This design comes from an exercise in tuning for small area on the open sky130 flow, not from production work. Only simulation tests tie the RTL to the original design; equivalence was not proved. Power figures rest on the tool's default switching activity, not on a simulated workload.

## fb_port
module fb_port (
    input  wire        clk,
    input  wire        rst,               
    input  wire [35:0] time_now,          
    input  wire [3:0]  fb_in,             
    input  wire [1:0]  cfg_mode,          
    input  wire [7:0]  cfg_filt_n,
    input  wire [3:0]  cfg_pol,
    input  wire        cfg_dir,
    input  wire [7:0]  cfg_err_limit,
    input  wire [15:0] cfg_err_decay,     
    input  wire        cfg_alarm_en,
    input  wire [1:0]  cfg_z_mode,
    input  wire [2:0]  cfg_z_gate,
    input  wire [35:0] cfg_index_period,
    input  wire [15:0] cfg_index_tol,
    input  wire [15:0] cfg_hall_ill_t,    
    input  wire        z_arm,
    input  wire        fault_reset,
    input  wire [1:0]  latch_clr,
    output reg  [35:0] pos,
    output reg  [35:0] edge_time,
    output wire [3:0]  lines,
    output wire [7:0]  hall_sector,
    output reg  [7:0]  err_level,
    output reg  [35:0] err_count,
    output reg  [1:0]  latch,
    output reg  [35:0] index_pos,
    output reg  [35:0] index_time,
    output reg  [35:0] index_count,
    output wire [13:0] status
);
    reg  [6:0] us_cnt;
    wire       us_tick = (us_cnt == 7'd99);
    wire [7:0] us_c;
    wire [6:0] us_inc;
    assign us_c[0] = 1'b1;
    genvar gi;
    generate for (gi = 0; gi < 7; gi = gi + 1) begin : g_us
        assign us_inc[gi]  = us_cnt[gi] ^ us_c[gi];
        assign us_c[gi+1]  = us_cnt[gi] & us_c[gi];
    end endgenerate
    always @(posedge clk) begin
        if (rst || us_tick) us_cnt <= 7'd0;
        else                us_cnt <= us_inc;
    end
    reg  [1:0] mode_q;
  ...
For scale: about 410 I/O pins, about 20000 um^2 of cells after synthesis.
export LEC_CHECK = 0
export CAP_MARGIN = 20
export CORE_MARGIN = 2
export CORE_UTILIZATION = 40
export SLEW_MARGIN = 20
create_clock -name core_clock -period 12.0 [get_ports {clk}]
standard.sh (not shown) runs the stock make flow with config.mk's settings and CLKGATE_MAP_FILE= SYNTH_SCRIPT=/design/flow/synth_recipe.tcl, a recipe that flattens the netlist after the stock synthesis.
==> flow/flow/run.sh <==
#!/bin/bash
# The standard layout (standard.sh) with three changes:
#  - synthesis maps logic with an area-oriented ABC script (flow/synth.tcl),
#  - the ports get the smallest buffer (buf_1),
#  - the clock tree uses clkbuf_4 in clusters of at most 9 sinks, without
#    dummy loads.
set -euo pipefail
export BUFFER_PORTS_ARGS="-buffer_cell sky130_fd_sc_hd__buf_1"
export CTS_ARGS="-sink_clustering_enable -repair_clock_nets -dont_use_dummy_load -buf_list sky130_fd_sc_hd__clkbuf_4 -sink_clustering_size 9 -sink_clustering_max_diameter 50"
bash standard.sh SYNTH_SCRIPT="$PWD/flow/synth.tcl" finish > standard.log 2>&1
==> flow/flow/abc_area.script <==
strash
balance
rewrite
refactor
balance
rewrite -z
refactor -z
rewrite -z
balance
&get -n
&st
&dch -f
&nf -R 1000
&put
==> flow/flow/synth.tcl <==
# The standard flow's synthesis (synth_recipe.tcl in the work folder, sourced unchanged)
# with one change: ABC maps the logic with the area-oriented script
# abc_area.script beside this file instead of ORFS's speed script.
set ::area_abc_script [file join [file dirname [file normalize [info script]]] abc_area.script]
proc abc {args} {
  set i [lsearch -exact $args -script]
  if {$i >= 0} { lset args [expr {$i + 1}] $::area_abc_script }
  yosys abc {*}$args
}
source [file join [file dirname [file dirname [file normalize [info script]]]] synth_recipe.tcl]
Rerun with:
--- a/flow/design.v
+++ b/flow/design.v
@@ -119,39 +119,39 @@
         endcase
     end
     wire [3:0] h_dd  = {1'b0, hsec} - {1'b0, hs};
     wire       h_fwd = (h_dd == 4'd1) || (h_dd == 4'b1011);
     wire       h_bwd = (h_dd == 4'b1111) || (h_dd == 4'd5);
     wire h_mode   = !mode_entry && (cfg_mode == 2'd2);
     wire h_change = h_mode && (chg[2:0] != 3'd0);
     wire h_take   = h_change && hlegal;
     wire h_step   = h_take && !h_none && (h_fwd || h_bwd);
     wire h_neg    = h_bwd;
     wire h_err    = h_take && !h_none && !h_fwd && !h_bwd && (h_dd != 4'd0);
-    reg  [15:0] hill_n;
+    reg  [15:0] hill_c;
     wire [16:0] hill_ic;
     wire [15:0] hill_inc;
     wire [16:0] hill_gc;
     assign hill_ic[0] = us_tick;
-    assign hill_gc[0] = 1'b0;
+    assign hill_gc[0] = 1'b1;
     generate for (gi = 0; gi < 16; gi = gi + 1) begin : g_hill
-        assign hill_inc[gi]  = hill_n[gi] ^ hill_ic[gi];
-        assign hill_ic[gi+1] = ~hill_n[gi] & hill_ic[gi];
-        assign hill_gc[gi+1] = (hill_n[gi] & cfg_hall_ill_t[gi]) |
-                               ((hill_n[gi] | cfg_hall_ill_t[gi]) & hill_gc[gi]);
+        assign hill_inc[gi]  = hill_c[gi] ^ hill_ic[gi];
+        assign hill_ic[gi+1] = hill_c[gi] & hill_ic[gi];
+        assign hill_gc[gi+1] = (hill_c[gi] & ~cfg_hall_ill_t[gi]) |
+                               ((hill_c[gi] | ~cfg_hall_ill_t[gi]) & hill_gc[gi]);
     end endgenerate
     wire h_ill_run  = h_mode && !hlegal && !h_change && !hall_invalid;
-    wire h_ill_done = h_ill_run && us_tick && !hill_gc[16];
+    wire h_ill_done = h_ill_run && us_tick && hill_gc[16];
     always @(posedge clk) begin
-        if (rst || !h_ill_run) hill_n <= 16'hFFFE;
-        else                   hill_n <= hill_inc;
+        if (rst || !h_ill_run) hill_c <= 16'd1;
+        else                   hill_c <= hill_inc;
     end
     always @(posedge clk) begin
         if (rst || mode_entry) hs <= 3'd7;
         else if (h_take)       hs <= hsec;
         else if (h_ill_done)   hs <= 3'd6;
     end
     assign hall_sector = {{5{h_none}}, hs[2:1], hs[0] | h_none};
     wire        step     = q_step || h_step;
     wire        step_neg = (q_step ? q_neg : h_neg) ^ cfg_dir;
     wire        err      = q_err || h_err;
     wire [35:0] pos_nx;
@@ -170,56 +170,56 @@
                         ({36{et_s2}} & run_t[2]) | ({36{et_sh}} & edge_time);
     always @(posedge clk) begin
         edge_time <= et_nx;
         if (rst) begin
             pos     <= 36'd0;
             dir_neg <= 1'b0;
         end else begin
             pos <= pos_nx;
             if (step) dir_neg <= step_neg;
         end
     end
-    reg  [15:0] decay_n;
+    reg  [15:0] decay_c;
     wire [16:0] dc_ic;
     wire [15:0] dc_inc;
     wire [16:0] dc_gc;
     assign dc_ic[0] = us_tick;
-    assign dc_gc[0] = 1'b0;
+    assign dc_gc[0] = 1'b1;
     generate for (gi = 0; gi < 16; gi = gi + 1) begin : g_dc
-        assign dc_inc[gi]  = decay_n[gi] ^ dc_ic[gi];
-        assign dc_ic[gi+1] = ~decay_n[gi] & dc_ic[gi];
-        assign dc_gc[gi+1] = (decay_n[gi] & cfg_err_decay[gi]) |
-                             ((decay_n[gi] | cfg_err_decay[gi]) & dc_gc[gi]);
+        assign dc_inc[gi]  = decay_c[gi] ^ dc_ic[gi];
+        assign dc_ic[gi+1] = decay_c[gi] & dc_ic[gi];
+        assign dc_gc[gi+1] = (decay_c[gi] & ~cfg_err_decay[gi]) |
+                             ((decay_c[gi] | ~cfg_err_decay[gi]) & dc_gc[gi]);
     end endgenerate
     wire lvl_zero  = (err_level == 8'd0);
     wire lvl_full  = (err_level == 8'hFF);
-    wire decay_due = !lvl_zero && us_tick && !dc_gc[16];
+    wire decay_due = !lvl_zero && us_tick && dc_gc[16];
     wire       lvl_up = err && !decay_due && !lvl_full;
     wire       lvl_dn = decay_due && !err;
     wire [7:0] lvl_nx;
     wire [8:0] lvl_t;
     assign lvl_t[0] = lvl_up | lvl_dn;
     generate for (gi = 0; gi < 8; gi = gi + 1) begin : g_lvl
         assign lvl_nx[gi]  = err_level[gi] ^ lvl_t[gi];
         assign lvl_t[gi+1] = lvl_t[gi] & (err_level[gi] ^ lvl_dn);
     end endgenerate
     always @(posedge clk) begin
         if (rst || mode_entry || fault_reset) begin
             err_level <= 8'd0;
-            decay_n   <= 16'hFFFE;
+            decay_c   <= 16'd1;
         end else begin
             err_level <= lvl_nx;
             if (lvl_zero || decay_due)
-                decay_n <= 16'hFFFE;
+                decay_c <= 16'd1;
             else
-                decay_n <= dc_inc;
+                decay_c <= dc_inc;
         end
     end
     wire ec_lo = &err_count[17:0];
     wire [35:0] ec_nx;
     wire [36:0] ec_c;
     assign ec_c[0] = err;
     generate for (gi = 0; gi < 36; gi = gi + 1) begin : g_ec
         wire a = err_count[gi];
         wire c = (gi == 18) ? (err & ec_lo) : ec_c[gi];
         assign ec_nx[gi]  = a ^ c;
         assign ec_c[gi+1] = a & c;
- The new run went through all stages and came out clean
- sequential power hardly moves
- final area is about the same
- clock skew grows by 23 ps
- total power grows by 1.4%
- via count shrinks by 1.0%
- sequential share of layout area shrinks by 0.11 points

==> afterwards: timing with drivers on the ports <==
Ports are ideal in the flow. The routed layouts listed here were re-timed in OpenROAD. Step 1: set_driving_cell puts a clkbuf_16 on clk and a buf_2 on each other input, an assumption about the parent block. Step 2 times the ports against the registers' clock, not the clock port: input delays grow and output delays shrink by t, the midpoint of the rising clock arrivals with the driver on. Three values: ideal, step 1, step 2; two values: the first two.
run | t (ns) | slack for setup (ns) | worst setup path at the end | worst register clock-pin slew, ns | worst slew at a driven data input, ns
the first run | 0.827 | 0.688 / 0.712 / -0.115 | input to register | 0.11 / 0.11 | 0.13
the second run | 0.805 | 0.891 / 0.902 / 0.097 | input to register | 0.10 / 0.10 | 0.09
With both steps, setup timing fails in the first run, where it was met with ideal ports. The setup slack of the first run, which loses most, moves by +0.024 ns with the drivers and by -0.803 ns with both steps.
